Source: an optimization exercise on an open RTL-to-GDS flow (aim: small area, a short achievable clock period and few clock cycles per item). Production flows keep margins and buffers that such runs may drop.
In this exercise RTL edits were held to simulation tests only and were not proved equivalent to the original.

==> run.sh <==
#!/bin/bash
# synth_recipe.tcl (not shown) runs the flow's synth.tcl, then flattens the netlist and writes it again
# the make line also repeats each setting of config.mk as NAME=value (left out here)
make -C /OpenROAD-flow-scripts/flow DESIGN_CONFIG=/design/flow/config.mk WORK_HOME=/design/flow/orfs CLKGATE_MAP_FILE= SYNTH_SCRIPT=/design/flow/synth_recipe.tcl finish
==> config.mk <==
export PLATFORM = sky130hd
export DESIGN_NAME = d12_keys
export DESIGN_NICKNAME = d12_keys
export VERILOG_FILES = /design/flow/design.v
export SDC_FILE = /design/flow/constraint.sdc
export NUM_CORES = 4
export LEC_CHECK = 0
export CAP_MARGIN = 20
export CORE_MARGIN = 2
export CORE_UTILIZATION = 40
export SLEW_MARGIN = 20
==> constraint.sdc <==
create_clock -name core_clock -period 34.0 [get_ports {clk}]
set_input_delay 6.8000 -clock core_clock [delete_from_list [all_inputs] [get_ports {clk}]]
set_output_delay 6.8000 -clock core_clock [all_outputs]
set_load 0.01 [all_outputs]
==> design.v <==
module d12_mix_a (
    input  wire [31:0] h_in,
    output wire [31:0] h_out
);
    wire [31:0] s1 = h_in ^ (h_in >> 16);
    d12_mul_c1 u_mul (.x(s1), .p(h_out));
endmodule
module d12_mix_b (
    input  wire [31:0] h_in,
    output wire [31:0] h_out
);
    wire [31:0] s3 = h_in ^ (h_in >> 15);
    wire [31:0] s4;
    d12_mul_c2 u_mul (.x(s3), .p(s4));
    assign h_out = s4 ^ (s4 >> 16);
endmodule
module d12_mul_c1 (
    input  wire [31:0] x,
    output wire [31:0] p
);
    wire s0, c0, s1, c1, s2, c2, s3, c3;
    wire s4, c4, s5, c5, s6, c6, s7, c7;
    wire s8, c8, s9, c9, s10, c10, s11, c11;
    wire s12, c12, s13, c13, s14, c14, s15, c15;
    wire s16, c16, s17, c17, s18, c18, s19, c19;
    wire s20, c20, s21, c21, s22, c22, s23, c23;
    wire s24, c24, s25, c25, s26, c26, s27, c27;
    wire s28, c28, s29, c29, s30, c30, s31, c31;
    wire s32, c32, s33, c33, s34, c34, s35, c35;
    wire s36, c36, s37, c37, s38, c38, s39, c39;
    wire s40, c40, s41, c41, s42, c42, s43, c43;
    wire s44, c44, s45, c45, s46, c46, s47, c47;
    wire s48, c48, s49, c49, s50, c50, s51, c51;
    wire s52, c52, s53, c53, s54, c54, s55, c55;
    wire s56, c56, s57, c57, s58, c58, s59, c59;
    wire s60, c60, s61, c61, s62, c62, s63, c63;
    wire s64, c64, s65, c65, s66, c66, s67, c67;
    wire s68, c68, s69, c69, s70, c70, s71, c71;
    wire s72, c72, s73, c73, s74, c74, s75, c75;
    wire s76, c76, s77, c77, s78, c78, s79, c79;
    wire s80, c80, s81, c81, s82, c82, s83, c83;
    wire s84, c84, s85, c85, s86, c86, s87, c87;
    wire s88, c88, s89, c89, s90, c90, s91, c91;
    wire s92, c92, s93, c93, s94, c94, s95, c95;
    wire s96, c96, s97, c97, s98, c98, s99, c99;
    wire s100, c100, s101, c101, s102, c102, s103, c103;
    wire s104, c104, s105, c105, s106, c106, s107, c107;
    wire s108, c108, s109, c109, s110, c110, s111, c111;
    wire s112, c112, s113, c113, s114, c114, s115, c115;
    wire s116, c116, s117, c117, s118, c118, s119, c119;
    wire s120, c120, s121, c121, s122, c122, s123, c123;
    wire s124, c124, s125, c125, s126, c126, s127, c127;
    wire s128, c128, s129, c129, s130, c130, s131, c131;
    wire s132, c132, s133, c133, s134, c134, s135, c135;
    wire s136, c136, s137, c137, s138, c138, s139, c139;
    wire s140, c140, s141, c141, s142, c142, s143, c143;
    assign s0 = x[25] ^ ~x[23];
    assign c0 = x[25] & ~x[23];
    assign s1 = x[26] ^ ~x[24] ^ x[21];
    assign c1 = (x[26] & ~x[24]) | (x[26] & x[21]) | (~x[24] & x[21]);
    assign s2 = x[27] ^ ~x[25] ^ x[22];
    assign c2 = (x[27] & ~x[25]) | (x[27] & x[22]) | (~x[25] & x[22]);
    assign s3 = ~x[17] ^ x[13] ^ ~x[11];
    assign c3 = (~x[17] & x[13]) | (~x[17] & ~x[11]) | (x[13] & ~x[11]);
    assign s4 = x[28] ^ ~x[26] ^ x[23];
    assign c4 = (x[28] & ~x[26]) | (x[28] & x[23]) | (~x[26] & x[23]);
    assign s5 = ~x[18] ^ x[14] ^ ~x[12];
    assign c5 = (~x[18] & x[14]) | (~x[18] & ~x[12]) | (x[14] & ~x[12]);
    assign s6 = x[29] ^ ~x[27] ^ x[24];
    assign c6 = (x[29] & ~x[27]) | (x[29] & x[24]) | (~x[27] & x[24]);
    assign s7 = ~x[19] ^ x[15] ^ ~x[13];
    assign c7 = (~x[19] & x[15]) | (~x[19] & ~x[13]) | (x[15] & ~x[13]);
    assign s8 = x[30] ^ ~x[28] ^ x[25];
    assign c8 = (x[30] & ~x[28]) | (x[30] & x[25]) | (~x[28] & x[25]);
    assign s9 = ~x[20] ^ x[16] ^ ~x[14];
    assign c9 = (~x[20] & x[16]) | (~x[20] & ~x[14]) | (x[16] & ~x[14]);
    assign s10 = x[31] ^ ~x[29] ^ x[26];
    assign c10 = (x[31] & ~x[29]) | (x[31] & x[26]) | (~x[29] & x[26]);
    assign s11 = ~x[21] ^ x[17] ^ ~x[15];
    assign c11 = (~x[21] & x[17]) | (~x[21] & ~x[15]) | (x[17] & ~x[15]);
    assign s12 = ~x[13] ^ ~x[10];
    assign c12 = ~x[13] & ~x[10];
    assign s13 = x[16] ^ ~x[14];
    assign c13 = x[16] & ~x[14];
    assign s14 = x[17] ^ ~x[15];
    assign c14 = x[17] & ~x[15];
    assign s15 = x[18] ^ ~x[16] ^ x[13];
    assign c15 = (x[18] & ~x[16]) | (x[18] & x[13]) | (~x[16] & x[13]);
    assign s16 = ~x[8] ^ x[4];
    assign c16 = ~x[8] & x[4];
    assign s17 = x[19] ^ ~x[17] ^ x[14];
    assign c17 = (x[19] & ~x[17]) | (x[19] & x[14]) | (~x[17] & x[14]);
    assign s18 = ~x[9] ^ x[5];
    assign c18 = ~x[9] & x[5];
    assign s19 = x[20] ^ ~x[18] ^ x[15];
    assign c19 = (x[20] & ~x[18]) | (x[20] & x[15]) | (~x[18] & x[15]);
    assign s20 = ~x[10] ^ x[6];
    assign c20 = ~x[10] & x[6];
    assign s21 = x[21] ^ ~x[19] ^ x[16];
    assign c21 = (x[21] & ~x[19]) | (x[21] & x[16]) | (~x[19] & x[16]);
    assign s22 = ~x[11] ^ x[7] ^ ~x[5];
    assign c22 = (~x[11] & x[7]) | (~x[11] & ~x[5]) | (x[7] & ~x[5]);
    assign s23 = ~x[3] ^ ~x[0];
    assign c23 = ~x[3] & ~x[0];
    assign s24 = x[22] ^ ~x[20] ^ x[17];
    assign c24 = (x[22] & ~x[20]) | (x[22] & x[17]) | (~x[20] & x[17]);
    assign s25 = ~x[12] ^ x[8] ^ ~x[6];
    assign c25 = (~x[12] & x[8]) | (~x[12] & ~x[6]) | (x[8] & ~x[6]);
    assign s26 = ~x[4] ^ ~x[1];
    assign c26 = ~x[4] & ~x[1];
    assign s27 = x[23] ^ ~x[21] ^ x[18];
    assign c27 = (x[23] & ~x[21]) | (x[23] & x[18]) | (~x[21] & x[18]);
    assign s28 = ~x[13] ^ x[9] ^ ~x[7];
    assign c28 = (~x[13] & x[9]) | (~x[13] & ~x[7]) | (x[9] & ~x[7]);
    assign s29 = ~x[5] ^ ~x[2] ^ x[0];
    assign c29 = (~x[5] & ~x[2]) | (~x[5] & x[0]) | (~x[2] & x[0]);
    assign s30 = x[24] ^ ~x[22] ^ x[19];
    assign c30 = (x[24] & ~x[22]) | (x[24] & x[19]) | (~x[22] & x[19]);
    assign s31 = ~x[14] ^ x[10] ^ ~x[8];
    assign c31 = (~x[14] & x[10]) | (~x[14] & ~x[8]) | (x[10] & ~x[8]);
    assign s32 = ~x[6] ^ ~x[3] ^ x[1];
    assign c32 = (~x[6] & ~x[3]) | (~x[6] & x[1]) | (~x[3] & x[1]);
    assign s33 = x[20] ^ ~x[15] ^ x[11];
    assign c33 = (x[20] & ~x[15]) | (x[20] & x[11]) | (~x[15] & x[11]);
    assign s34 = ~x[9] ^ ~x[7] ^ ~x[4];
    assign c34 = (~x[9] & ~x[7]) | (~x[9] & ~x[4]) | (~x[7] & ~x[4]);
    assign s35 = x[2] ^ x[0] ^ s0;
    assign c35 = (x[2] & x[0]) | (x[2] & s0) | (x[0] & s0);
    assign s36 = ~x[16] ^ x[12] ^ ~x[10];
    assign c36 = (~x[16] & x[12]) | (~x[16] & ~x[10]) | (x[12] & ~x[10]);
    assign s37 = ~x[8] ^ ~x[5] ^ x[3];
    assign c37 = (~x[8] & ~x[5]) | (~x[8] & x[3]) | (~x[5] & x[3]);
    assign s38 = x[1] ^ s1 ^ c0;
    assign c38 = (x[1] & s1) | (x[1] & c0) | (s1 & c0);
    assign s39 = ~x[9] ^ ~x[6] ^ x[4];
    assign c39 = (~x[9] & ~x[6]) | (~x[9] & x[4]) | (~x[6] & x[4]);
    assign s40 = x[2] ^ ~x[0] ^ 1'b1;
    assign c40 = (x[2] & ~x[0]) | (x[2] & 1'b1) | (~x[0] & 1'b1);
    assign s41 = s2 ^ s3 ^ c1;
    assign c41 = (s2 & s3) | (s2 & c1) | (s3 & c1);
    assign s42 = ~x[10] ^ ~x[7] ^ x[5];
    assign c42 = (~x[10] & ~x[7]) | (~x[10] & x[5]) | (~x[7] & x[5]);
    assign s43 = x[3] ^ ~x[1] ^ s4;
    assign c43 = (x[3] & ~x[1]) | (x[3] & s4) | (~x[1] & s4);
    assign s44 = s5 ^ c2 ^ c3;
    assign c44 = (s5 & c2) | (s5 & c3) | (c2 & c3);
    assign s45 = ~x[11] ^ ~x[8] ^ x[6];
    assign c45 = (~x[11] & ~x[8]) | (~x[11] & x[6]) | (~x[8] & x[6]);
    assign s46 = x[4] ^ ~x[2] ^ s6;
    assign c46 = (x[4] & ~x[2]) | (x[4] & s6) | (~x[2] & s6);
    assign s47 = s7 ^ c4 ^ c5;
    assign c47 = (s7 & c4) | (s7 & c5) | (c4 & c5);
    assign s48 = ~x[12] ^ ~x[9] ^ x[7];
    assign c48 = (~x[12] & ~x[9]) | (~x[12] & x[7]) | (~x[9] & x[7]);
    assign s49 = x[5] ^ ~x[3] ^ s8;
    assign c49 = (x[5] & ~x[3]) | (x[5] & s8) | (~x[3] & s8);
    assign s50 = s9 ^ c6 ^ c7;
    assign c50 = (s9 & c6) | (s9 & c7) | (c6 & c7);
    assign s51 = x[8] ^ x[6] ^ ~x[4];
    assign c51 = (x[8] & x[6]) | (x[8] & ~x[4]) | (x[6] & ~x[4]);
    assign s52 = x[0] ^ s10 ^ s11;
    assign c52 = (x[0] & s10) | (x[0] & s11) | (s10 & s11);
    assign s53 = s12 ^ c8 ^ c9;
    assign c53 = (s12 & c8) | (s12 & c9) | (c8 & c9);
    assign s54 = x[10] ^ ~x[8];
    assign c54 = x[10] & ~x[8];
    assign s55 = x[11] ^ ~x[9];
    assign c55 = x[11] & ~x[9];
    assign s56 = x[12] ^ ~x[10];
    assign c56 = x[12] & ~x[10];
    assign s57 = x[13] ^ ~x[11];
    assign c57 = x[13] & ~x[11];
    assign s58 = x[14] ^ ~x[12] ^ x[9];
    assign c58 = (x[14] & ~x[12]) | (x[14] & x[9]) | (~x[12] & x[9]);
    assign s59 = x[15] ^ ~x[13] ^ x[10];
    assign c59 = (x[15] & ~x[13]) | (x[15] & x[10]) | (~x[13] & x[10]);
    assign s60 = x[11] ^ ~x[6] ^ x[2];
    assign c60 = (x[11] & ~x[6]) | (x[11] & x[2]) | (~x[6] & x[2]);
    assign s61 = ~x[0] ^ 1'b1;
    assign c61 = ~x[0] & 1'b1;
    assign s62 = x[12] ^ ~x[7] ^ x[3];
    assign c62 = (x[12] & ~x[7]) | (x[12] & x[3]) | (~x[7] & x[3]);
    assign s63 = ~x[1] ^ s14 ^ c13;
    assign c63 = (~x[1] & s14) | (~x[1] & c13) | (s14 & c13);
    assign s64 = ~x[2] ^ ~x[0] ^ 1'b1;
    assign c64 = (~x[2] & ~x[0]) | (~x[2] & 1'b1) | (~x[0] & 1'b1);
    assign s65 = s15 ^ s16 ^ c14;
    assign c65 = (s15 & s16) | (s15 & c14) | (s16 & c14);
    assign s66 = ~x[3] ^ ~x[1] ^ s17;
    assign c66 = (~x[3] & ~x[1]) | (~x[3] & s17) | (~x[1] & s17);
    assign s67 = s18 ^ c15 ^ c16;
    assign c67 = (s18 & c15) | (s18 & c16) | (c15 & c16);
    assign s68 = ~x[4] ^ ~x[2] ^ s19;
    assign c68 = (~x[4] & ~x[2]) | (~x[4] & s19) | (~x[2] & s19);
    assign s69 = s20 ^ c17 ^ c18;
    assign c69 = (s20 & c17) | (s20 & c18) | (c17 & c18);
    assign s70 = 1'b1 ^ s21 ^ s22;
    assign c70 = (1'b1 & s21) | (1'b1 & s22) | (s21 & s22);
    assign s71 = s23 ^ c19 ^ c20;
    assign c71 = (s23 & c19) | (s23 & c20) | (c19 & c20);
    assign s72 = s24 ^ s25 ^ s26;
    assign c72 = (s24 & s25) | (s24 & s26) | (s25 & s26);
    assign s73 = c21 ^ c22 ^ c23;
    assign c73 = (c21 & c22) | (c21 & c23) | (c22 & c23);
    assign s74 = s27 ^ s28 ^ s29;
    assign c74 = (s27 & s28) | (s27 & s29) | (s28 & s29);
    assign s75 = c24 ^ c25 ^ c26;
    assign c75 = (c24 & c25) | (c24 & c26) | (c25 & c26);
    assign s76 = s30 ^ s31 ^ s32;
    assign c76 = (s30 & s31) | (s30 & s32) | (s31 & s32);
    assign s77 = c27 ^ c28 ^ c29;
    assign c77 = (c27 & c28) | (c27 & c29) | (c28 & c29);
    assign s78 = s33 ^ s34 ^ s35;
    assign c78 = (s33 & s34) | (s33 & s35) | (s34 & s35);
    assign s79 = c30 ^ c31 ^ c32;
    assign c79 = (c30 & c31) | (c30 & c32) | (c31 & c32);
    assign s80 = s36 ^ s37 ^ s38;
    assign c80 = (s36 & s37) | (s36 & s38) | (s37 & s38);
    assign s81 = c33 ^ c34 ^ c35;
    assign c81 = (c33 & c34) | (c33 & c35) | (c34 & c35);
    assign s82 = s39 ^ s40 ^ s41;
    assign c82 = (s39 & s40) | (s39 & s41) | (s40 & s41);
    assign s83 = c36 ^ c37 ^ c38;
    assign c83 = (c36 & c37) | (c36 & c38) | (c37 & c38);
    assign s84 = s42 ^ s43 ^ s44;
    assign c84 = (s42 & s43) | (s42 & s44) | (s43 & s44);
    assign s85 = c39 ^ c40 ^ c41;
    assign c85 = (c39 & c40) | (c39 & c41) | (c40 & c41);
    assign s86 = s45 ^ s46 ^ s47;
    assign c86 = (s45 & s46) | (s45 & s47) | (s46 & s47);
    assign s87 = c42 ^ c43 ^ c44;
    assign c87 = (c42 & c43) | (c42 & c44) | (c43 & c44);
    assign s88 = s48 ^ s49 ^ s50;
    assign c88 = (s48 & s49) | (s48 & s50) | (s49 & s50);
    assign s89 = c45 ^ c46 ^ c47;
    assign c89 = (c45 & c46) | (c45 & c47) | (c46 & c47);
    assign s90 = s51 ^ s52 ^ s53;
    assign c90 = (s51 & s52) | (s51 & s53) | (s52 & s53);
    assign s91 = c48 ^ c49 ^ c50;
    assign c91 = (c48 & c49) | (c48 & c50) | (c49 & c50);
    assign s92 = x[5] ^ ~x[0];
    assign c92 = x[5] & ~x[0];
    assign s93 = x[6] ^ ~x[1] ^ s55;
    assign c93 = (x[6] & ~x[1]) | (x[6] & s55) | (~x[1] & s55);
    assign s94 = x[7] ^ ~x[2] ^ s56;
    assign c94 = (x[7] & ~x[2]) | (x[7] & s56) | (~x[2] & s56);
    assign s95 = x[8] ^ ~x[3] ^ s57;
    assign c95 = (x[8] & ~x[3]) | (x[8] & s57) | (~x[3] & s57);
    assign s96 = ~x[4] ^ x[0] ^ s58;
    assign c96 = (~x[4] & x[0]) | (~x[4] & s58) | (x[0] & s58);
    assign s97 = ~x[5] ^ x[1] ^ s59;
    assign c97 = (~x[5] & x[1]) | (~x[5] & s59) | (x[1] & s59);
    assign s98 = s13 ^ s60 ^ s61;
    assign c98 = (s13 & s60) | (s13 & s61) | (s60 & s61);
    assign s99 = s62 ^ s63 ^ c60;
    assign c99 = (s62 & s63) | (s62 & c60) | (s63 & c60);
    assign s100 = s64 ^ s65 ^ c62;
    assign c100 = (s64 & s65) | (s64 & c62) | (s65 & c62);
    assign s101 = s66 ^ s67 ^ c64;
    assign c101 = (s66 & s67) | (s66 & c64) | (s67 & c64);
    assign s102 = s68 ^ s69 ^ c66;
    assign c102 = (s68 & s69) | (s68 & c66) | (s69 & c66);
    assign s103 = s70 ^ s71 ^ c68;
    assign c103 = (s70 & s71) | (s70 & c68) | (s71 & c68);
    assign s104 = s72 ^ s73 ^ c70;
    assign c104 = (s72 & s73) | (s72 & c70) | (s73 & c70);
    assign s105 = s74 ^ s75 ^ c72;
    assign c105 = (s74 & s75) | (s74 & c72) | (s75 & c72);
    assign s106 = s76 ^ s77 ^ c74;
    assign c106 = (s76 & s77) | (s76 & c74) | (s77 & c74);
    assign s107 = s78 ^ s79 ^ c76;
    assign c107 = (s78 & s79) | (s78 & c76) | (s79 & c76);
    assign s108 = s80 ^ s81 ^ c78;
    assign c108 = (s80 & s81) | (s80 & c78) | (s81 & c78);
    assign s109 = s82 ^ s83 ^ c80;
    assign c109 = (s82 & s83) | (s82 & c80) | (s83 & c80);
    assign s110 = s84 ^ s85 ^ c82;
    assign c110 = (s84 & s85) | (s84 & c82) | (s85 & c82);
    assign s111 = s86 ^ s87 ^ c84;
    assign c111 = (s86 & s87) | (s86 & c84) | (s87 & c84);
    assign s112 = s88 ^ s89 ^ c86;
    assign c112 = (s88 & s89) | (s88 & c86) | (s89 & c86);
    assign s113 = s90 ^ s91 ^ c88;
    assign c113 = (s90 & s91) | (s90 & c88) | (s91 & c88);
    assign s114 = x[2] ^ ~x[0];
    assign c114 = x[2] & ~x[0];
    assign s115 = x[3] ^ ~x[1];
    assign c115 = x[3] & ~x[1];
    assign s116 = x[4] ^ ~x[2];
    assign c116 = x[4] & ~x[2];
    assign s117 = x[5] ^ ~x[3] ^ x[0];
    assign c117 = (x[5] & ~x[3]) | (x[5] & x[0]) | (~x[3] & x[0]);
    assign s118 = x[6] ^ ~x[4] ^ x[1];
    assign c118 = (x[6] & ~x[4]) | (x[6] & x[1]) | (~x[4] & x[1]);
    assign s119 = x[7] ^ ~x[5] ^ x[2];
    assign c119 = (x[7] & ~x[5]) | (x[7] & x[2]) | (~x[5] & x[2]);
    assign s120 = x[8] ^ ~x[6] ^ x[3];
    assign c120 = (x[8] & ~x[6]) | (x[8] & x[3]) | (~x[6] & x[3]);
    assign s121 = x[9] ^ ~x[7] ^ x[4];
    assign c121 = (x[9] & ~x[7]) | (x[9] & x[4]) | (~x[7] & x[4]);
    assign s122 = 1'b1 ^ s54 ^ s92;
    assign c122 = (1'b1 & s54) | (1'b1 & s92) | (s54 & s92);
    assign s123 = c54 ^ s93 ^ c92;
    assign c123 = (c54 & s93) | (c54 & c92) | (s93 & c92);
    assign s124 = c55 ^ s94 ^ c93;
    assign c124 = (c55 & s94) | (c55 & c93) | (s94 & c93);
    assign s125 = c56 ^ s95 ^ c94;
    assign c125 = (c56 & s95) | (c56 & c94) | (s95 & c94);
    assign s126 = c57 ^ s96 ^ c95;
    assign c126 = (c57 & s96) | (c57 & c95) | (s96 & c95);
    assign s127 = c58 ^ s97 ^ c96;
    assign c127 = (c58 & s97) | (c58 & c96) | (s97 & c96);
    assign s128 = c59 ^ s98 ^ c97;
    assign c128 = (c59 & s98) | (c59 & c97) | (s98 & c97);
    assign s129 = c61 ^ s99 ^ c98;
    assign c129 = (c61 & s99) | (c61 & c98) | (s99 & c98);
    assign s130 = c63 ^ s100 ^ c99;
    assign c130 = (c63 & s100) | (c63 & c99) | (s100 & c99);
    assign s131 = c65 ^ s101 ^ c100;
    assign c131 = (c65 & s101) | (c65 & c100) | (s101 & c100);
    assign s132 = c67 ^ s102 ^ c101;
    assign c132 = (c67 & s102) | (c67 & c101) | (s102 & c101);
    assign s133 = c69 ^ s103 ^ c102;
    assign c133 = (c69 & s103) | (c69 & c102) | (s103 & c102);
    assign s134 = c71 ^ s104 ^ c103;
    assign c134 = (c71 & s104) | (c71 & c103) | (s104 & c103);
    assign s135 = c73 ^ s105 ^ c104;
    assign c135 = (c73 & s105) | (c73 & c104) | (s105 & c104);
    assign s136 = c75 ^ s106 ^ c105;
    assign c136 = (c75 & s106) | (c75 & c105) | (s106 & c105);
    assign s137 = c77 ^ s107 ^ c106;
    assign c137 = (c77 & s107) | (c77 & c106) | (s107 & c106);
    assign s138 = c79 ^ s108 ^ c107;
    assign c138 = (c79 & s108) | (c79 & c107) | (s108 & c107);
    assign s139 = c81 ^ s109 ^ c108;
    assign c139 = (c81 & s109) | (c81 & c108) | (s109 & c108);
    assign s140 = c83 ^ s110 ^ c109;
    assign c140 = (c83 & s110) | (c83 & c109) | (s110 & c109);
    assign s141 = c85 ^ s111 ^ c110;
    assign c141 = (c85 & s111) | (c85 & c110) | (s111 & c110);
    assign s142 = c87 ^ s112 ^ c111;
    assign c142 = (c87 & s112) | (c87 & c111) | (s112 & c111);
    assign s143 = c89 ^ s113 ^ c112;
    assign c143 = (c89 & s113) | (c89 & c112) | (s113 & c112);
    wire [31:0] ra = {s143, s142, s141, s140, s139, s138, s137, s136, s135, s134, s133, s132, s131, s130, s129, s128, s127, s126, s125, s124, s123, s122, s121, s120, s119, s118, s117, s116, s115, 1'b1, x[1], x[0]};
    wire [31:0] rb = {c142, c141, c140, c139, c138, c137, c136, c135, c134, c133, c132, c131, c130, c129, c128, c127, c126, c125, c124, c123, c122, c121, c120, c119, c118, c117, c116, c115, c114, s114, 1'b0, 1'b0};
    assign p = ra + rb;
endmodule
module d12_mul_c2 (
    input  wire [31:0] x,
    output wire [31:0] p
);
    wire s0, c0, s1, c1, s2, c2, s3, c3;
    wire s4, c4, s5, c5, s6, c6, s7, c7;
    wire s8, c8, s9, c9, s10, c10, s11, c11;
    wire s12, c12, s13, c13, s14, c14, s15, c15;
    wire s16, c16, s17, c17, s18, c18, s19, c19;
    wire s20, c20, s21, c21, s22, c22, s23, c23;
    wire s24, c24, s25, c25, s26, c26, s27, c27;
    wire s28, c28, s29, c29, s30, c30, s31, c31;
    wire s32, c32, s33, c33, s34, c34, s35, c35;
    wire s36, c36, s37, c37, s38, c38, s39, c39;
    wire s40, c40, s41, c41, s42, c42, s43, c43;
    wire s44, c44, s45, c45, s46, c46, s47, c47;
    wire s48, c48, s49, c49, s50, c50, s51, c51;
    wire s52, c52, s53, c53, s54, c54, s55, c55;
    wire s56, c56, s57, c57, s58, c58, s59, c59;
    wire s60, c60, s61, c61, s62, c62, s63, c63;
    wire s64, c64, s65, c65, s66, c66, s67, c67;
    wire s68, c68, s69, c69, s70, c70, s71, c71;
    wire s72, c72, s73, c73, s74, c74, s75, c75;
    wire s76, c76, s77, c77, s78, c78, s79, c79;
    wire s80, c80, s81, c81, s82, c82, s83, c83;
    wire s84, c84, s85, c85, s86, c86, s87, c87;
    wire s88, c88, s89, c89, s90, c90, s91, c91;
    wire s92, c92, s93, c93, s94, c94, s95, c95;
    wire s96, c96, s97, c97, s98, c98, s99, c99;
    wire s100, c100, s101, c101, s102, c102, s103, c103;
    wire s104, c104, s105, c105, s106, c106, s107, c107;
    wire s108, c108, s109, c109, s110, c110, s111, c111;
    wire s112, c112, s113, c113, s114, c114, s115, c115;
    wire s116, c116, s117, c117, s118, c118, s119, c119;
    wire s120, c120, s121, c121, s122, c122, s123, c123;
    wire s124, c124, s125, c125, s126, c126, s127, c127;
    wire s128, c128, s129, c129, s130, c130, s131, c131;
    wire s132, c132, s133, c133, s134, c134, s135, c135;
    wire s136, c136, s137, c137, s138, c138, s139, c139;
    wire s140, c140, s141, c141, s142, c142, s143, c143;
    wire s144, c144, s145, c145, s146, c146, s147, c147;
    wire s148, c148, s149, c149, s150, c150, s151, c151;
    wire s152, c152, s153, c153, s154, c154, s155, c155;
    wire s156, c156, s157, c157, s158, c158, s159, c159;
    wire s160, c160, s161, c161, s162, c162;
    assign s0 = ~x[23] ^ x[20];
    assign c0 = ~x[23] & x[20];
    assign s1 = ~x[24] ^ x[21] ^ x[18];
    assign c1 = (~x[24] & x[21]) | (~x[24] & x[18]) | (x[21] & x[18]);
    assign s2 = ~x[25] ^ x[22] ^ x[19];
    assign c2 = (~x[25] & x[22]) | (~x[25] & x[19]) | (x[22] & x[19]);
    assign s3 = ~x[26] ^ x[23] ^ x[20];
    assign c3 = (~x[26] & x[23]) | (~x[26] & x[20]) | (x[23] & x[20]);
    assign s4 = ~x[18] ^ ~x[16] ^ ~x[14];
    assign c4 = (~x[18] & ~x[16]) | (~x[18] & ~x[14]) | (~x[16] & ~x[14]);
    assign s5 = ~x[27] ^ x[24] ^ x[21];
    assign c5 = (~x[27] & x[24]) | (~x[27] & x[21]) | (x[24] & x[21]);
    assign s6 = ~x[19] ^ ~x[17] ^ ~x[15];
    assign c6 = (~x[19] & ~x[17]) | (~x[19] & ~x[15]) | (~x[17] & ~x[15]);
    assign s7 = ~x[28] ^ x[25] ^ x[22];
    assign c7 = (~x[28] & x[25]) | (~x[28] & x[22]) | (x[25] & x[22]);
    assign s8 = ~x[20] ^ ~x[18] ^ ~x[16];
    assign c8 = (~x[20] & ~x[18]) | (~x[20] & ~x[16]) | (~x[18] & ~x[16]);
    assign s9 = x[13] ^ ~x[11] ^ x[7];
    assign c9 = (x[13] & ~x[11]) | (x[13] & x[7]) | (~x[11] & x[7]);
    assign s10 = ~x[29] ^ x[26] ^ x[23];
    assign c10 = (~x[29] & x[26]) | (~x[29] & x[23]) | (x[26] & x[23]);
    assign s11 = ~x[21] ^ ~x[19] ^ ~x[17];
    assign c11 = (~x[21] & ~x[19]) | (~x[21] & ~x[17]) | (~x[19] & ~x[17]);
    assign s12 = x[14] ^ ~x[12] ^ x[8];
    assign c12 = (x[14] & ~x[12]) | (x[14] & x[8]) | (~x[12] & x[8]);
    assign s13 = ~x[30] ^ x[27] ^ x[24];
    assign c13 = (~x[30] & x[27]) | (~x[30] & x[24]) | (x[27] & x[24]);
    assign s14 = ~x[22] ^ ~x[20] ^ ~x[18];
    assign c14 = (~x[22] & ~x[20]) | (~x[22] & ~x[18]) | (~x[20] & ~x[18]);
    assign s15 = x[15] ^ ~x[13] ^ x[9];
    assign c15 = (x[15] & ~x[13]) | (x[15] & x[9]) | (~x[13] & x[9]);
    assign s16 = x[7] ^ ~x[4];
    assign c16 = x[7] & ~x[4];
    assign s17 = ~x[31] ^ x[28] ^ x[25];
    assign c17 = (~x[31] & x[28]) | (~x[31] & x[25]) | (x[28] & x[25]);
    assign s18 = ~x[23] ^ ~x[21] ^ ~x[19];
    assign c18 = (~x[23] & ~x[21]) | (~x[23] & ~x[19]) | (~x[21] & ~x[19]);
    assign s19 = x[16] ^ ~x[14] ^ x[10];
    assign c19 = (x[16] & ~x[14]) | (x[16] & x[10]) | (~x[14] & x[10]);
    assign s20 = x[8] ^ ~x[5] ^ ~x[3];
    assign c20 = (x[8] & ~x[5]) | (x[8] & ~x[3]) | (~x[5] & ~x[3]);
    assign s21 = ~x[12] ^ x[9];
    assign c21 = ~x[12] & x[9];
    assign s22 = ~x[13] ^ x[10];
    assign c22 = ~x[13] & x[10];
    assign s23 = ~x[14] ^ x[11];
    assign c23 = ~x[14] & x[11];
    assign s24 = ~x[15] ^ x[12] ^ x[9];
    assign c24 = (~x[15] & x[12]) | (~x[15] & x[9]) | (x[12] & x[9]);
    assign s25 = ~x[16] ^ x[13] ^ x[10];
    assign c25 = (~x[16] & x[13]) | (~x[16] & x[10]) | (x[13] & x[10]);
    assign s26 = ~x[17] ^ x[14] ^ x[11];
    assign c26 = (~x[17] & x[14]) | (~x[17] & x[11]) | (x[14] & x[11]);
    assign s27 = ~x[9] ^ ~x[7] ^ ~x[5];
    assign c27 = (~x[9] & ~x[7]) | (~x[9] & ~x[5]) | (~x[7] & ~x[5]);
    assign s28 = ~x[18] ^ x[15] ^ x[12];
    assign c28 = (~x[18] & x[15]) | (~x[18] & x[12]) | (x[15] & x[12]);
    assign s29 = ~x[10] ^ ~x[8] ^ ~x[6];
    assign c29 = (~x[10] & ~x[8]) | (~x[10] & ~x[6]) | (~x[8] & ~x[6]);
    assign s30 = ~x[19] ^ x[16] ^ x[13];
    assign c30 = (~x[19] & x[16]) | (~x[19] & x[13]) | (x[16] & x[13]);
    assign s31 = ~x[11] ^ ~x[9] ^ ~x[7];
    assign c31 = (~x[11] & ~x[9]) | (~x[11] & ~x[7]) | (~x[9] & ~x[7]);
    assign s32 = ~x[20] ^ x[17] ^ x[14];
    assign c32 = (~x[20] & x[17]) | (~x[20] & x[14]) | (x[17] & x[14]);
    assign s33 = ~x[12] ^ ~x[10] ^ ~x[8];
    assign c33 = (~x[12] & ~x[10]) | (~x[12] & ~x[8]) | (~x[10] & ~x[8]);
    assign s34 = ~x[21] ^ x[18] ^ x[15];
    assign c34 = (~x[21] & x[18]) | (~x[21] & x[15]) | (x[18] & x[15]);
    assign s35 = ~x[13] ^ ~x[11] ^ ~x[9];
    assign c35 = (~x[13] & ~x[11]) | (~x[13] & ~x[9]) | (~x[11] & ~x[9]);
    assign s36 = x[6] ^ ~x[4];
    assign c36 = x[6] & ~x[4];
    assign s37 = ~x[22] ^ x[19] ^ x[16];
    assign c37 = (~x[22] & x[19]) | (~x[22] & x[16]) | (x[19] & x[16]);
    assign s38 = ~x[14] ^ ~x[12] ^ ~x[10];
    assign c38 = (~x[14] & ~x[12]) | (~x[14] & ~x[10]) | (~x[12] & ~x[10]);
    assign s39 = x[7] ^ ~x[5] ^ x[1];
    assign c39 = (x[7] & ~x[5]) | (x[7] & x[1]) | (~x[5] & x[1]);
    assign s40 = x[17] ^ ~x[15] ^ ~x[13];
    assign c40 = (x[17] & ~x[15]) | (x[17] & ~x[13]) | (~x[15] & ~x[13]);
    assign s41 = ~x[11] ^ x[8] ^ ~x[6];
    assign c41 = (~x[11] & x[8]) | (~x[11] & ~x[6]) | (x[8] & ~x[6]);
    assign s42 = x[2] ^ x[0] ^ s0;
    assign c42 = (x[2] & x[0]) | (x[2] & s0) | (x[0] & s0);
    assign s43 = ~x[16] ^ ~x[14] ^ ~x[12];
    assign c43 = (~x[16] & ~x[14]) | (~x[16] & ~x[12]) | (~x[14] & ~x[12]);
    assign s44 = x[9] ^ ~x[7] ^ x[3];
    assign c44 = (x[9] & ~x[7]) | (x[9] & x[3]) | (~x[7] & x[3]);
    assign s45 = x[1] ^ s1 ^ c0;
    assign c45 = (x[1] & s1) | (x[1] & c0) | (s1 & c0);
    assign s46 = ~x[17] ^ ~x[15] ^ ~x[13];
    assign c46 = (~x[17] & ~x[15]) | (~x[17] & ~x[13]) | (~x[15] & ~x[13]);
    assign s47 = x[10] ^ ~x[8] ^ x[4];
    assign c47 = (x[10] & ~x[8]) | (x[10] & x[4]) | (~x[8] & x[4]);
    assign s48 = x[2] ^ s2 ^ c1;
    assign c48 = (x[2] & s2) | (x[2] & c1) | (s2 & c1);
    assign s49 = x[11] ^ ~x[9] ^ x[5];
    assign c49 = (x[11] & ~x[9]) | (x[11] & x[5]) | (~x[9] & x[5]);
    assign s50 = x[3] ^ ~x[0] ^ 1'b1;
    assign c50 = (x[3] & ~x[0]) | (x[3] & 1'b1) | (~x[0] & 1'b1);
    assign s51 = s3 ^ s4 ^ c2;
    assign c51 = (s3 & s4) | (s3 & c2) | (s4 & c2);
    assign s52 = x[12] ^ ~x[10] ^ x[6];
    assign c52 = (x[12] & ~x[10]) | (x[12] & x[6]) | (~x[10] & x[6]);
    assign s53 = x[4] ^ ~x[1] ^ s5;
    assign c53 = (x[4] & ~x[1]) | (x[4] & s5) | (~x[1] & s5);
    assign s54 = s6 ^ c3 ^ c4;
    assign c54 = (s6 & c3) | (s6 & c4) | (c3 & c4);
    assign s55 = x[5] ^ ~x[2] ^ ~x[0];
    assign c55 = (x[5] & ~x[2]) | (x[5] & ~x[0]) | (~x[2] & ~x[0]);
    assign s56 = 1'b1 ^ s7 ^ s8;
    assign c56 = (1'b1 & s7) | (1'b1 & s8) | (s7 & s8);
    assign s57 = s9 ^ c5 ^ c6;
    assign c57 = (s9 & c5) | (s9 & c6) | (c5 & c6);
    assign s58 = x[6] ^ ~x[3] ^ ~x[1];
    assign c58 = (x[6] & ~x[3]) | (x[6] & ~x[1]) | (~x[3] & ~x[1]);
    assign s59 = s10 ^ s11 ^ s12;
    assign c59 = (s10 & s11) | (s10 & s12) | (s11 & s12);
    assign s60 = c7 ^ c8 ^ c9;
    assign c60 = (c7 & c8) | (c7 & c9) | (c8 & c9);
    assign s61 = ~x[2] ^ x[0] ^ s13;
    assign c61 = (~x[2] & x[0]) | (~x[2] & s13) | (x[0] & s13);
    assign s62 = s14 ^ s15 ^ s16;
    assign c62 = (s14 & s15) | (s14 & s16) | (s15 & s16);
    assign s63 = c10 ^ c11 ^ c12;
    assign c63 = (c10 & c11) | (c10 & c12) | (c11 & c12);
    assign s64 = x[1] ^ s17 ^ s18;
    assign c64 = (x[1] & s17) | (x[1] & s18) | (s17 & s18);
    assign s65 = s19 ^ s20 ^ c13;
    assign c65 = (s19 & s20) | (s19 & c13) | (s20 & c13);
    assign s66 = c14 ^ c15 ^ c16;
    assign c66 = (c14 & c15) | (c14 & c16) | (c15 & c16);
    assign s67 = ~x[8] ^ x[5];
    assign c67 = ~x[8] & x[5];
    assign s68 = ~x[9] ^ x[6];
    assign c68 = ~x[9] & x[6];
    assign s69 = ~x[10] ^ x[7] ^ x[4];
    assign c69 = (~x[10] & x[7]) | (~x[10] & x[4]) | (x[7] & x[4]);
    assign s70 = ~x[2] ^ ~x[0];
    assign c70 = ~x[2] & ~x[0];
    assign s71 = ~x[11] ^ x[8] ^ x[5];
    assign c71 = (~x[11] & x[8]) | (~x[11] & x[5]) | (x[8] & x[5]);
    assign s72 = ~x[3] ^ ~x[1];
    assign c72 = ~x[3] & ~x[1];
    assign s73 = x[6] ^ ~x[4] ^ ~x[2];
    assign c73 = (x[6] & ~x[4]) | (x[6] & ~x[2]) | (~x[4] & ~x[2]);
    assign s74 = ~x[0] ^ 1'b1 ^ s21;
    assign c74 = (~x[0] & 1'b1) | (~x[0] & s21) | (1'b1 & s21);
    assign s75 = x[7] ^ ~x[5] ^ ~x[3];
    assign c75 = (x[7] & ~x[5]) | (x[7] & ~x[3]) | (~x[5] & ~x[3]);
    assign s76 = ~x[1] ^ s22 ^ c21;
    assign c76 = (~x[1] & s22) | (~x[1] & c21) | (s22 & c21);
    assign s77 = x[8] ^ ~x[6] ^ ~x[4];
    assign c77 = (x[8] & ~x[6]) | (x[8] & ~x[4]) | (~x[6] & ~x[4]);
    assign s78 = ~x[2] ^ s23 ^ c22;
    assign c78 = (~x[2] & s23) | (~x[2] & c22) | (s23 & c22);
    assign s79 = ~x[7] ^ ~x[5] ^ ~x[3];
    assign c79 = (~x[7] & ~x[5]) | (~x[7] & ~x[3]) | (~x[5] & ~x[3]);
    assign s80 = x[0] ^ s24 ^ c23;
    assign c80 = (x[0] & s24) | (x[0] & c23) | (s24 & c23);
    assign s81 = ~x[8] ^ ~x[6] ^ ~x[4];
    assign c81 = (~x[8] & ~x[6]) | (~x[8] & ~x[4]) | (~x[6] & ~x[4]);
    assign s82 = x[1] ^ s25 ^ c24;
    assign c82 = (x[1] & s25) | (x[1] & c24) | (s25 & c24);
    assign s83 = x[2] ^ ~x[0] ^ 1'b1;
    assign c83 = (x[2] & ~x[0]) | (x[2] & 1'b1) | (~x[0] & 1'b1);
    assign s84 = s26 ^ s27 ^ c25;
    assign c84 = (s26 & s27) | (s26 & c25) | (s27 & c25);
    assign s85 = x[3] ^ ~x[1] ^ s28;
    assign c85 = (x[3] & ~x[1]) | (x[3] & s28) | (~x[1] & s28);
    assign s86 = s29 ^ c26 ^ c27;
    assign c86 = (s29 & c26) | (s29 & c27) | (c26 & c27);
    assign s87 = x[4] ^ ~x[2] ^ s30;
    assign c87 = (x[4] & ~x[2]) | (x[4] & s30) | (~x[2] & s30);
    assign s88 = s31 ^ c28 ^ c29;
    assign c88 = (s31 & c28) | (s31 & c29) | (c28 & c29);
    assign s89 = x[5] ^ ~x[3] ^ s32;
    assign c89 = (x[5] & ~x[3]) | (x[5] & s32) | (~x[3] & s32);
    assign s90 = s33 ^ c30 ^ c31;
    assign c90 = (s33 & c30) | (s33 & c31) | (c30 & c31);
    assign s91 = x[0] ^ s34 ^ s35;
    assign c91 = (x[0] & s34) | (x[0] & s35) | (s34 & s35);
    assign s92 = s36 ^ c32 ^ c33;
    assign c92 = (s36 & c32) | (s36 & c33) | (c32 & c33);
    assign s93 = s37 ^ s38 ^ s39;
    assign c93 = (s37 & s38) | (s37 & s39) | (s38 & s39);
    assign s94 = c34 ^ c35 ^ c36;
    assign c94 = (c34 & c35) | (c34 & c36) | (c35 & c36);
    assign s95 = s40 ^ s41 ^ s42;
    assign c95 = (s40 & s41) | (s40 & s42) | (s41 & s42);
    assign s96 = c37 ^ c38 ^ c39;
    assign c96 = (c37 & c38) | (c37 & c39) | (c38 & c39);
    assign s97 = s43 ^ s44 ^ s45;
    assign c97 = (s43 & s44) | (s43 & s45) | (s44 & s45);
    assign s98 = c40 ^ c41 ^ c42;
    assign c98 = (c40 & c41) | (c40 & c42) | (c41 & c42);
    assign s99 = s46 ^ s47 ^ s48;
    assign c99 = (s46 & s47) | (s46 & s48) | (s47 & s48);
    assign s100 = c43 ^ c44 ^ c45;
    assign c100 = (c43 & c44) | (c43 & c45) | (c44 & c45);
    assign s101 = s49 ^ s50 ^ s51;
    assign c101 = (s49 & s50) | (s49 & s51) | (s50 & s51);
    assign s102 = c46 ^ c47 ^ c48;
    assign c102 = (c46 & c47) | (c46 & c48) | (c47 & c48);
    assign s103 = s52 ^ s53 ^ s54;
    assign c103 = (s52 & s53) | (s52 & s54) | (s53 & s54);
    assign s104 = c49 ^ c50 ^ c51;
    assign c104 = (c49 & c50) | (c49 & c51) | (c50 & c51);
    assign s105 = s55 ^ s56 ^ s57;
    assign c105 = (s55 & s56) | (s55 & s57) | (s56 & s57);
    assign s106 = c52 ^ c53 ^ c54;
    assign c106 = (c52 & c53) | (c52 & c54) | (c53 & c54);
    assign s107 = s58 ^ s59 ^ s60;
    assign c107 = (s58 & s59) | (s58 & s60) | (s59 & s60);
    assign s108 = c55 ^ c56 ^ c57;
    assign c108 = (c55 & c56) | (c55 & c57) | (c56 & c57);
    assign s109 = s61 ^ s62 ^ s63;
    assign c109 = (s61 & s62) | (s61 & s63) | (s62 & s63);
    assign s110 = c58 ^ c59 ^ c60;
    assign c110 = (c58 & c59) | (c58 & c60) | (c59 & c60);
    assign s111 = s64 ^ s65 ^ s66;
    assign c111 = (s64 & s65) | (s64 & s66) | (s65 & s66);
    assign s112 = c61 ^ c62 ^ c63;
    assign c112 = (c61 & c62) | (c61 & c63) | (c62 & c63);
    assign s113 = x[2] ^ ~x[0];
    assign c113 = x[2] & ~x[0];
    assign s114 = x[3] ^ ~x[1] ^ s68;
    assign c114 = (x[3] & ~x[1]) | (x[3] & s68) | (~x[1] & s68);
    assign s115 = 1'b1 ^ s69 ^ s70;
    assign c115 = (1'b1 & s69) | (1'b1 & s70) | (s69 & s70);
    assign s116 = s71 ^ s72 ^ c69;
    assign c116 = (s71 & s72) | (s71 & c69) | (s72 & c69);
    assign s117 = s73 ^ s74 ^ c71;
    assign c117 = (s73 & s74) | (s73 & c71) | (s74 & c71);
    assign s118 = s75 ^ s76 ^ c73;
    assign c118 = (s75 & s76) | (s75 & c73) | (s76 & c73);
    assign s119 = s77 ^ s78 ^ c75;
    assign c119 = (s77 & s78) | (s77 & c75) | (s78 & c75);
    assign s120 = s79 ^ s80 ^ c77;
    assign c120 = (s79 & s80) | (s79 & c77) | (s80 & c77);
    assign s121 = s81 ^ s82 ^ c79;
    assign c121 = (s81 & s82) | (s81 & c79) | (s82 & c79);
    assign s122 = s83 ^ s84 ^ c81;
    assign c122 = (s83 & s84) | (s83 & c81) | (s84 & c81);
    assign s123 = s85 ^ s86 ^ c83;
    assign c123 = (s85 & s86) | (s85 & c83) | (s86 & c83);
    assign s124 = s87 ^ s88 ^ c85;
    assign c124 = (s87 & s88) | (s87 & c85) | (s88 & c85);
    assign s125 = s89 ^ s90 ^ c87;
    assign c125 = (s89 & s90) | (s89 & c87) | (s90 & c87);
    assign s126 = s91 ^ s92 ^ c89;
    assign c126 = (s91 & s92) | (s91 & c89) | (s92 & c89);
    assign s127 = s93 ^ s94 ^ c91;
    assign c127 = (s93 & s94) | (s93 & c91) | (s94 & c91);
    assign s128 = s95 ^ s96 ^ c93;
    assign c128 = (s95 & s96) | (s95 & c93) | (s96 & c93);
    assign s129 = s97 ^ s98 ^ c95;
    assign c129 = (s97 & s98) | (s97 & c95) | (s98 & c95);
    assign s130 = s99 ^ s100 ^ c97;
    assign c130 = (s99 & s100) | (s99 & c97) | (s100 & c97);
    assign s131 = s101 ^ s102 ^ c99;
    assign c131 = (s101 & s102) | (s101 & c99) | (s102 & c99);
    assign s132 = s103 ^ s104 ^ c101;
    assign c132 = (s103 & s104) | (s103 & c101) | (s104 & c101);
    assign s133 = s105 ^ s106 ^ c103;
    assign c133 = (s105 & s106) | (s105 & c103) | (s106 & c103);
    assign s134 = s107 ^ s108 ^ c105;
    assign c134 = (s107 & s108) | (s107 & c105) | (s108 & c105);
    assign s135 = s109 ^ s110 ^ c107;
    assign c135 = (s109 & s110) | (s109 & c107) | (s110 & c107);
    assign s136 = s111 ^ s112 ^ c109;
    assign c136 = (s111 & s112) | (s111 & c109) | (s112 & c109);
    assign s137 = ~x[6] ^ x[3];
    assign c137 = ~x[6] & x[3];
    assign s138 = ~x[7] ^ x[4] ^ x[1];
    assign c138 = (~x[7] & x[4]) | (~x[7] & x[1]) | (x[4] & x[1]);
    assign s139 = 1'b1 ^ s67 ^ s113;
    assign c139 = (1'b1 & s67) | (1'b1 & s113) | (s67 & s113);
    assign s140 = c67 ^ s114 ^ c113;
    assign c140 = (c67 & s114) | (c67 & c113) | (s114 & c113);
    assign s141 = c68 ^ s115 ^ c114;
    assign c141 = (c68 & s115) | (c68 & c114) | (s115 & c114);
    assign s142 = c70 ^ s116 ^ c115;
    assign c142 = (c70 & s116) | (c70 & c115) | (s116 & c115);
    assign s143 = c72 ^ s117 ^ c116;
    assign c143 = (c72 & s117) | (c72 & c116) | (s117 & c116);
    assign s144 = c74 ^ s118 ^ c117;
    assign c144 = (c74 & s118) | (c74 & c117) | (s118 & c117);
    assign s145 = c76 ^ s119 ^ c118;
    assign c145 = (c76 & s119) | (c76 & c118) | (s119 & c118);
    assign s146 = c78 ^ s120 ^ c119;
    assign c146 = (c78 & s120) | (c78 & c119) | (s120 & c119);
    assign s147 = c80 ^ s121 ^ c120;
    assign c147 = (c80 & s121) | (c80 & c120) | (s121 & c120);
    assign s148 = c82 ^ s122 ^ c121;
    assign c148 = (c82 & s122) | (c82 & c121) | (s122 & c121);
    assign s149 = c84 ^ s123 ^ c122;
    assign c149 = (c84 & s123) | (c84 & c122) | (s123 & c122);
    assign s150 = c86 ^ s124 ^ c123;
    assign c150 = (c86 & s124) | (c86 & c123) | (s124 & c123);
    assign s151 = c88 ^ s125 ^ c124;
    assign c151 = (c88 & s125) | (c88 & c124) | (s125 & c124);
    assign s152 = c90 ^ s126 ^ c125;
    assign c152 = (c90 & s126) | (c90 & c125) | (s126 & c125);
    assign s153 = c92 ^ s127 ^ c126;
    assign c153 = (c92 & s127) | (c92 & c126) | (s127 & c126);
    assign s154 = c94 ^ s128 ^ c127;
    assign c154 = (c94 & s128) | (c94 & c127) | (s128 & c127);
    assign s155 = c96 ^ s129 ^ c128;
    assign c155 = (c96 & s129) | (c96 & c128) | (s129 & c128);
    assign s156 = c98 ^ s130 ^ c129;
    assign c156 = (c98 & s130) | (c98 & c129) | (s130 & c129);
    assign s157 = c100 ^ s131 ^ c130;
    assign c157 = (c100 & s131) | (c100 & c130) | (s131 & c130);
    assign s158 = c102 ^ s132 ^ c131;
    assign c158 = (c102 & s132) | (c102 & c131) | (s132 & c131);
    assign s159 = c104 ^ s133 ^ c132;
    assign c159 = (c104 & s133) | (c104 & c132) | (s133 & c132);
    assign s160 = c106 ^ s134 ^ c133;
    assign c160 = (c106 & s134) | (c106 & c133) | (s134 & c133);
    assign s161 = c108 ^ s135 ^ c134;
    assign c161 = (c108 & s135) | (c108 & c134) | (s135 & c134);
    assign s162 = c110 ^ s136 ^ c135;
    assign c162 = (c110 & s136) | (c110 & c135) | (s136 & c135);
    wire [31:0] ra = {s162, s161, s160, s159, s158, s157, s156, s155, s154, s153, s152, s151, s150, s149, s148, s147, s146, s145, s144, s143, s142, s141, s140, s139, s138, x[0], ~x[5], ~x[4], ~x[3], ~x[2], ~x[1], ~x[0]};
    wire [31:0] rb = {c161, c160, c159, c158, c157, c156, c155, c154, c153, c152, c151, c150, c149, c148, c147, c146, c145, c144, c143, c142, c141, c140, c139, c138, c137, s137, x[2], x[1], x[0], 1'b0, 1'b0, 1'b1};
    assign p = ra + rb;
endmodule
module d12_keys (
    input  wire        clk,
    input  wire        rst,         
    input  wire        in_valid,
    output wire        in_ready,
    input  wire [2:0]  in_op,
    input  wire        in_first,    
    input  wire [63:0] in_a,
    input  wire [31:0] in_b,
    input  wire [6:0]  in_n,
    output wire        out_valid,
    input  wire        out_ready,
    output wire [31:0] out_data
);
    reg         q_full;
    wire        en = !q_full;
    assign in_ready = en;
    reg         v0;
    reg  [2:0]  op0;
    reg         first0;
    reg  [63:0] a0;
    reg  [31:0] b0;
    reg  [6:0]  n0;
    always @(posedge clk) begin
        if (rst)
            v0 <= 1'b0;
        else if (en)
            v0 <= in_valid;
        if (en) begin
            op0    <= in_op;
            first0 <= in_first;
            a0     <= in_a;
            b0     <= in_b;
            n0     <= in_n;
        end
    end
    wire [31:0] b0_rot = {b0[24:0], b0[31:25]};
    wire [31:0] x0 = (op0[1] ? b0_rot : b0) ^ a0[31:0];
    wire [31:0] s2;
    d12_mix_a u_mix0a (.h_in(x0), .h_out(s2));
    wire [37:0] prod = a0[31:0] * n0[5:0];
    wire [5:0]  part = n0[6] ? a0[31:26] : prod[37:32];
    wire        hok  = ({1'b0, a0[5:0]} < n0);
    reg         v1;
    reg  [31:0] s2_1;
    reg  [31:0] ahi1;
    reg         cnt1;       
    reg         wide1;      
    reg         first1;
    reg  [5:0]  idx1;
    reg         hok1;
    always @(posedge clk) begin
        if (rst)
            v1 <= 1'b0;
        else if (en)
            v1 <= v0;
        if (en) begin
            s2_1   <= s2;
            ahi1   <= a0[63:32];
            cnt1   <= op0[2];
            wide1  <= op0[0];
            first1 <= first0;
            idx1   <= op0[0] ? a0[5:0] : part;
            hok1   <= hok;
        end
    end
    wire [31:0] m0;
    d12_mix_b u_mix0b (.h_in(s2_1), .h_out(m0));
    wire [31:0] x1 = {m0[24:0], m0[31:25]} ^ ahi1;
    reg  [6:0]  cnt [0:63];
    wire [6:0]  rd   = cnt[idx1];
    wire [6:0]  rank = first1 ? 7'd0 : rd;
    wire        is_part = cnt1 && !wide1;
    wire        do_part = v1 && en && is_part;
    integer i;
    always @(posedge clk) begin
        if (rst) begin
            for (i = 0; i < 64; i = i + 1)
                cnt[i] <= 7'd0;
        end else if (do_part) begin
            if (first1)
                for (i = 0; i < 64; i = i + 1)
                    cnt[i] <= 7'd0;
            cnt[idx1] <= rank + 7'd1;
        end
    end
    wire [31:0] cres = wide1 ? {25'd0, hok1 ? rd : 7'd0}
                             : {18'd0, rank[5:0], 2'b00, idx1};
    wire [31:0] d2 = cnt1 ? cres : (wide1 ? x1 : m0);
    reg         v2;
    reg  [31:0] d2_2;
    reg         wide2;
    always @(posedge clk) begin
        if (rst)
            v2 <= 1'b0;
        else if (en)
            v2 <= v1;
        if (en) begin
            d2_2  <= d2;
            wide2 <= wide1 && !cnt1;
        end
    end
    wire [31:0] s2b;
    d12_mix_a u_mix1a (.h_in(d2_2), .h_out(s2b));
    reg         v3;
    reg  [31:0] d3_3;
    reg         wide3;
    always @(posedge clk) begin
        if (rst)
            v3 <= 1'b0;
        else if (en)
            v3 <= v2;
        if (en) begin
            d3_3  <= wide2 ? s2b : d2_2;
            wide3 <= wide2;
        end
    end
    wire [31:0] m1;
    d12_mix_b u_mix1b (.h_in(d3_3), .h_out(m1));
    wire [31:0] res = wide3 ? m1 : d3_3;
    reg  [31:0] q0, q1;
    reg         q_wp, q_rp;
    reg         q_nempty;
    wire        push = en && v3;
    wire        pop  = q_nempty && out_ready;
    always @(posedge clk) begin
        if (push) begin
            if (q_wp) q1 <= res;
            else      q0 <= res;
        end
        if (rst) begin
            q_wp     <= 1'b0;
            q_rp     <= 1'b0;
            q_nempty <= 1'b0;
            q_full   <= 1'b0;
        end else begin
            if (push) q_wp <= !q_wp;
            if (pop)  q_rp <= !q_rp;
            if (push && !pop) begin
                q_nempty <= 1'b1;
                q_full   <= q_nempty;
            end else if (pop && !push) begin
                q_nempty <= q_full;
                q_full   <= 1'b0;
            end
        end
    end
    assign out_valid = q_nempty;
    assign out_data  = q_rp ? q1 : q0;
endmodule
==> qor.csv, run 1 <==
stage,metric,value,unit
outcome,status,"complete, no violations",
finish,post-layout util,44.8,%
synth,number of synthesized flops with an enable pin,759,
grt,largest net degree at the start of global routing,156,
timing,setup tns final,0,ns
clocking,post-CTS setup buffer count,0,
placement,Place WS,23.73,ns
floorplanning,core area,146000,um2
finish,most frequent cells in the layout,"edfxtp_1, inv_1, nor2_1",
critical_path,Crit Reg-Reg Startpoint,s2_1[18],
critical_path,Critical Path AT,10.07,ns
finish,Reg area,23100,um2
timing,Setup WS post-layout,24.28,ns
timing,Fmax achieved,103,MHz
timing,Slew HR,25.1,%
grt,GRT Overall Usage,21.6,%
drt,drt wl/cell,22.4,um
critical_path,crit path from,rst,
hold_path,HP Class,register to register,
critical_path,R2R cell count,17,
synth,syn nets,5926,
floorplanning,FP Rows,140,
critical_path,CP dominant cell by count,nand2_1,
critical_path,Worst R2R End,d2_2[11],
clocking,clk root buf,clkbuf_16,
clocking,clock tree buffer depth,3,
critical_path,Critical Path RT,34.35,ns
timing,period utilization,28.6,%
clocking,PostCTS Resize Cnt,0,
grt,first-pass GRT wire length,245000,um
finish,"most common cell after layout, fill and taps aside",edfxtp_1,
finish,P&R area growth vs syn,11.4,%
drt,Post-DRT Antenna Nets,0,
floorplanning,Die Width,387,um
grt,initial antenna violation count,2,
critical_path,critical path class,primary input to register,
drt,1st-iter DRT viols,3018,
critical_path,Reg2Reg Setup Slack,26.61,ns
critical_path,crit path capture,cnt[40][1],
synth,"Avg Cell Area, Syn",11.7,um2
synth,post-synthesis cell type count,79,
synth,leading area contributor after synthesis,edfxtp_1,
critical_path,"Max stage delay cell, worst path",nor3_2,
synth,cell area after synthesis,58500,um2
critical_path,WP buf/inv,1,
clocking,H-tree depth,3,
critical_path,CP endpoint kind,register,
critical_path,crit-path max cell delay,0.88,ns
synth,Mapped Cells,4990,
clocking,clock latency on the worst-skew pair,0.71,ns
grt,GRT Residual Overflow,0,
synth,Yosys top cell area share,38.9,%
timing,Pins Over Slew Limit,0,
critical_path,worst path cell trace,"clkdlybuf4s50_1, nor3_1, nand2b_1, nor3_2, nand2_1, nand2_1",
critical_path,CP Depth,6,
floorplanning,Die ar.,149000,um2
synth,top area cells in the synthesized netlist,"edfxtp_1, fa_1, ha_1",
placement,I/O Buffers,144,
floorplanning,total I/O pin count,145,
timing,RSZ-0062 raised after global routing,false,
synth,ys async rst share,0,%
drt,total number of vias,37800,
timing,Final min period,9.72,ns
drt,Total Wirelength,160000,um
placement,gp weighted congestion,0.932,
clocking,Hold Buf Count CTS,0,
synth,"Seq/Total Area, Yosys",39.4,%
finish,fraction of layout cells with a size suffix above 1,9.75,%
clocking,Sink Count,773,
grt,number of global-route vias before repair,39300,
drt,Via density,5.30,
floorplanning,Starting Density,40.2,%
drt,Pre-antenna DRT Iters,5,
timing,Worst Tran Pin Value,1.12,ns
finish,Nets,6088,
drt,Post-route DRC,0,
critical_path,"Largest delay share family, worst path",simple AND/OR/NAND/NOR gates,
synth,Post-synth top flop,edfxtp_1,
synth,"FF+latch count, synth",773,
clocking,total CTS buffers,83,
timing,Final setup viols,0,
critical_path,crit-path max FO,10,
synth,Syn. warnings,1,
clocking,CTS tree,yes,
finish,# fillers,13300,
placement,Final HPWL DP,120000,um
timing,final hold vios,0,
flow_run,Max Cap Violations,0,
floorplanning,Chip Height,387,um
clocking,Clock transition at path regs,0.06,ns
critical_path,CP Launch Type,primary input,
timing,skew final,0.0428,ns
finish,area occupied by multi-input gates,32200,um2
-- logic make-up (layout without fill, tap and decap cells) --
| group | after synthesis | in the layout | synth area share (%) |
|---|---|---|---|
| AOI/OAI and AO/OA | 550 | 550 | 5.85 |
| and+or+nand+nor | 1273 | 1273 | 9.89 |
| buffers and inverters | 846 | 1064 | 5.63 |
| other | 0 | 1 | 0 |
| adders and majority gates | 827 | 827 | 24.5 |
| DFF | 773 | 773 | 39.4 |
| xor gates and xnor gates | 462 | 462 | 7.07 |
| muxes | 259 | 259 | 7.70 |
-- metrics by stage --
step,hold WS (ns),instance area [um2],instances
after floorplan,0.400,58500,4990
after global placement,0.405,62400,6983
after detailed placement,0.408,62400,6983
after CTS,0.421,65200,7124
after global routing,0.426,65200,7125
final,0.417,65200,7126
-- sequential cells by signal, summed over array words and instances (netlist names), 3 cells and up, named ones only --
signal,count
s2_1,32
op0,3
idx1,6
q1,32
q0,32
d2_2,32
d3_3,32
a0,64
b0,32
ahi1,32
n0,7
cnt,448
-- synthesized netlist by cell type (all sizes together), types with 23 or more instances --
cell type and n:
a211oi 23, a21o 53, a21oi 202, and2 173
buf 66, clkbuf 95, edfxtp 759, fa 529
ha 296, inv 677, mux2 59, mux2i 53
mux4 147, nand2 273, nand2b 33, nand3 35
nor2 628, nor2b 24, nor3 31, o21ai 116
xnor2 348, xor2 109
-- cell type report --
| class | instances | share of cell area (%) |
|---|---|---|
| Clock inverter | 50 | 0.990 |
| Timing Repair Buffer | 238 | 3.33 |
| Sequential cell | 773 | 35.4 |
| Tap cell | 1917 | 3.68 |
| Clock buffer | 91 | 3.23 |
| Antenna cell | 1 | 0.00384 |
| Multi-Input combinational cell | 3371 | 49.4 |
| Inverter | 685 | 3.95 |
-- routing by layer --
metal,GRT usage [%],part of all wire (%)
met5,0,0
met4,5.83,2.6
met3,3.06,6.5
met2,35.7,48
met1,29.8,43
-- how the worst min path moves through the flow --
stage / from / endpoint / slack, ns / cells after the start
4_1_cts: a0[41] / ahi1[9] / 0.42 / 0
3_5_place_dp: a0[51] / ahi1[19] / 0.41 / 0
6_report: a0[41] / ahi1[9] / 0.42 / 0
3_3_place_gp: a0[46] / ahi1[14] / 0.41 / 0
5_1_grt: a0[35] / ahi1[3] / 0.43 / 0
2_1_floorplan: a0[32] / ahi1[0] / 0.40 / 0
Testbench counts, summed over its fixed seeds: cycles 9,680, items 9,600.
==> run 2, diff against run 1 <==
--- a/design.v
+++ b/design.v
@@ -790,25 +790,51 @@
     wire [31:0] m0;
     d12_mix_b u_mix0b (.h_in(s2_1), .h_out(m0));
     wire [31:0] x1 = {m0[24:0], m0[31:25]} ^ ahi1;
-    reg  [6:0]  cnt [0:63];
-    wire [6:0]  rd   = cnt[idx1];
-    wire [6:0]  rank = first1 ? 7'd0 : rd;
+    reg  [2:0]  lo [0:63];
+    reg  [5:0]  e_idx [0:7];
+    reg  [2:0]  e_hm1 [0:7];
+    reg  [7:0]  ev;             
+    wire [2:0]  lo_rd = lo[idx1];
+    reg  [7:0]  hit;
+    reg  [2:0]  hm1_rd;
+    integer j;
+    always @(*) begin
+        hm1_rd = 3'd0;
+        for (j = 0; j < 8; j = j + 1) begin
+            hit[j] = ev[j] && (e_idx[j] == idx1);
+            hm1_rd = hm1_rd | (hit[j] ? e_hm1[j] : 3'd0);
+        end
+    end
+    wire        any_hit = |hit;
+    wire [3:0]  hi_rd   = any_hit ? {1'b0, hm1_rd} + 4'd1 : 4'd0;
+    wire [6:0]  rd      = {hi_rd, lo_rd};
+    wire [5:0]  rank    = first1 ? 6'd0 : rd[5:0];
     wire        is_part = cnt1 && !wide1;
     wire        do_part = v1 && en && is_part;
+    wire        clr     = rst || (do_part && first1);
+    wire        carry   = do_part && !first1 && (lo_rd == 3'd7);
+    wire [2:0]  lo_new  = first1 ? 3'd1 : lo_rd + 3'd1;
     integer i;
     always @(posedge clk) begin
-        if (rst) begin
-            for (i = 0; i < 64; i = i + 1)
-                cnt[i] <= 7'd0;
-        end else if (do_part) begin
-            if (first1)
-                for (i = 0; i < 64; i = i + 1)
-                    cnt[i] <= 7'd0;
-            cnt[idx1] <= rank + 7'd1;
+        for (i = 0; i < 64; i = i + 1) begin
+            lo[i] <= ({3{do_part && !rst && (idx1 == i)}} & lo_new)
+                   | ({3{!(do_part && (idx1 == i)) && !clr}} & lo[i]);
+        end
+        if (clr)
+            ev <= 8'd0;
+        else if (carry && !any_hit)
+            ev <= {ev[6:0], 1'b1};
+        for (i = 0; i < 8; i = i + 1) begin
+            if (carry && !any_hit && !ev[i] && (i == 0 || ev[i-1])) begin
+                e_idx[i] <= idx1;
+                e_hm1[i] <= 3'd0;
+            end else if (carry && hit[i]) begin
+                e_hm1[i] <= hm1_rd + 3'd1;
+            end
         end
     end
     wire [31:0] cres = wide1 ? {25'd0, hok1 ? rd : 7'd0}
-                             : {18'd0, rank[5:0], 2'b00, idx1};
+                             : {18'd0, rank, 2'b00, idx1};
     wire [31:0] d2 = cnt1 ? cres : (wide1 ? x1 : m0);
     reg         v2;
     reg  [31:0] d2_2;
==> run 2 against run 1 <==
- utilization about the same
- clock-buffer cell count down 4
- via count down 1.0%
- non-clock buffer count down 15
- critical endpoint is now out_data[30]
==> qor.csv, run 2 <==
stage,metric,value,unit,change
timing,skew final,0.0352,ns,-0.00760 ns
timing,Worst Tran Pin Value,1.14,ns,+0.0201 ns
finish,n_diodes,0,,-1
synth,Mapped Cells,5176,,+3.7%
finish,area occupied by multi-input gates,33100,um2,+2.8%
synth,"Avg Cell Area, Syn",10.0,um2,-15%
critical_path,CP endpoint kind,output port,,
finish,P&R area growth vs syn,11.5,%,
clocking,post-CTS setup buffer count,0,,unchanged
drt,Via density,5.28,,-0.41%
floorplanning,Die Width,364,um,-5.9%
finish,biggest regs,"lo (192), a0 (64), e_idx (48)",,
timing,Fmax achieved,107,MHz,+3.7%
clocking,PostCTS Resize Cnt,0,,unchanged
synth,"Seq/Total Area, Yosys",29.8,%,-9.6 points
critical_path,critical path class,register to output port,,
timing,final hold vios,0,,unchanged
timing,setup tns final,0,ns,unchanged
timing,Slew HR,23.7,%,-1.3 points
clocking,clock tree buffer depth,3,,unchanged
finish,"most common cell after layout, fill and taps aside",inv_1,,
drt,1st-iter DRT viols,2839,,-5.9%
critical_path,crit-path max FO,25,,+15
synth,Syn. warnings,5,,+4
synth,top area cells in the synthesized netlist,"edfxtp_1, fa_1, dfxtp_1",,
floorplanning,total I/O pin count,145,,unchanged
placement,gp weighted congestion,0.948,,+1.8%
floorplanning,FP Rows,132,,-5.7%
synth,Yosys top cell area share,20.8,%,-18 points
grt,largest net degree at the start of global routing,197,,+26%
synth,ys async rst share,0,%,unchanged
drt,drt wl/cell,20.4,um,-9.1%
synth,post-synthesis cell type count,90,,+14%
timing,RSZ-0062 raised after global routing,false,,
critical_path,crit path from,q_rp,,
synth,"top cells by count, synth","inv_1, nor2_1, fa_1, edfxtp_1, xnor2_1",,
finish,fraction of layout cells with a size suffix above 1,6.03,%,-3.7 points
outcome,status,"complete, no violations",,
finish,post-route cell area,57800,um2,-11%
critical_path,crit-path max cell delay,0.58,ns,-0.30 ns
finish,most frequent cells in the layout,"inv_1, nor2_1, fa_1",,
timing,Pins Over Slew Limit,0,,unchanged
clocking,clk root buf,clkbuf_16,,
critical_path,Crit Reg-Reg Startpoint,d3_3[11],,
finish,max reg flops,192,,-57%
## run 2: cell types whose count changed in the layout (fill, tap and decap cells not counted), sizes merged, moves of 20 or more
cell | previous run | this run
dfxtp | 14 | 232
a21oi | 202 | 341
mux4 | 147 | 1
nand4 | 20 | 50
a22oi | 7 | 170
mux2i | 53 | 181
nor4 | 1 | 24
edfxtp | 759 | 359
xor2 | 109 | 134
a21o | 53 | 73
nand2 | 273 | 211
nor2 | 628 | 543
o21ai | 116 | 193
## run 2: final cells by class
| type | count | area share, % |
|---|---|---|
| timing repair buffer | 223 | 3.65 |
| sequential | 591 | 26.7 |
| multi-input combinational | 3715 | 57.3 |
| inverter | 679 | 4.43 |
| tap | 1742 | 3.77 |
| clock inverter | 46 | 0.762 |
| clock buffer | 87 | 3.40 |
## run 2: through the flow
stage,setup slack (ns),std cells,hold slack [ns],utilization (%)
2_1_floorplan,21.87,5176,0.400,-
5_1_grt,24.49,7083,0.430,44.8
6_report,24.63,7083,0.418,44.8
3_5_place_dp,24.78,6948,0.405,42.9
4_1_cts,24.51,7081,0.418,44.8
3_3_place_gp,24.78,6946,0.407,42.9
## run 2: metal layers
layer | track usage (%) | share of wire (%)
met1 | 28.5 | 43
met2 | 36.9 | 48
met3 | 3.28 | 5.3
met4 | 8.01 | 3.7
met5 | 0 | 0
## run 2: worst paths after layout
check / end / slack [ns] / depth (start not counted)
setup / recovery: out_data[30] / 24.63 / 3
hold / removal: ahi1[1] / 0.42 / 0
setup reg to reg: q0[15] / 26.78 / 18
hold reg to reg: ahi1[1] / 0.42 / 0
## run 2: cell families (layout without fill, tap and decap cells)
logic type,after synthesis,after routing,synth area share [%]
compound gates,948,948,11.5
xor+xnor,510,510,9.03
buf+inv,870,1035,6.49
mux,235,235,4.69
fa+ha+maj,834,834,27.8
simple gates,1188,1188,10.8
flops,591,591,29.8
## run 2: critical path, delay by kind of cell (launching register included)
kind | cells | cell delay (ns)
flops | 1 | 0.58
mux | 1 | 0.38
buf+inv | 2 | 0.93
Testbench counts of run 2, summed over its fixed seeds: cycles 9,680, items 9,600.

[port drivers added, routing unchanged]
The results above use ideal ports. As a check the final layouts listed here were re-extracted and re-timed, cells and wires unchanged. Step 1 assumes that a clkbuf_16 drives the clock port and a buf_2 every other input. Step 2 also shifts input and output timing later by t, the mid clock arrival at the registers, as if the neighbouring blocks saw the same clock. a / b / c = ideal ports / drivers / drivers and shift; a / b = the first two.
run	t (ns)	setup slack, ns	worst hold slack (ns)	pins driven straight from the clock port
run 1	0.756	24.278 / 24.319 / 23.563	0.417 / 0.417 / 0.417	1
run 2	0.732	24.625 / 24.554 / 24.714	0.418 / 0.418 / 0.418	1
After both steps every run listed still meets setup and hold. For run 1, which loses most, drivers alone change the setup slack by +0.041 ns; drivers and shift together by -0.715 ns.
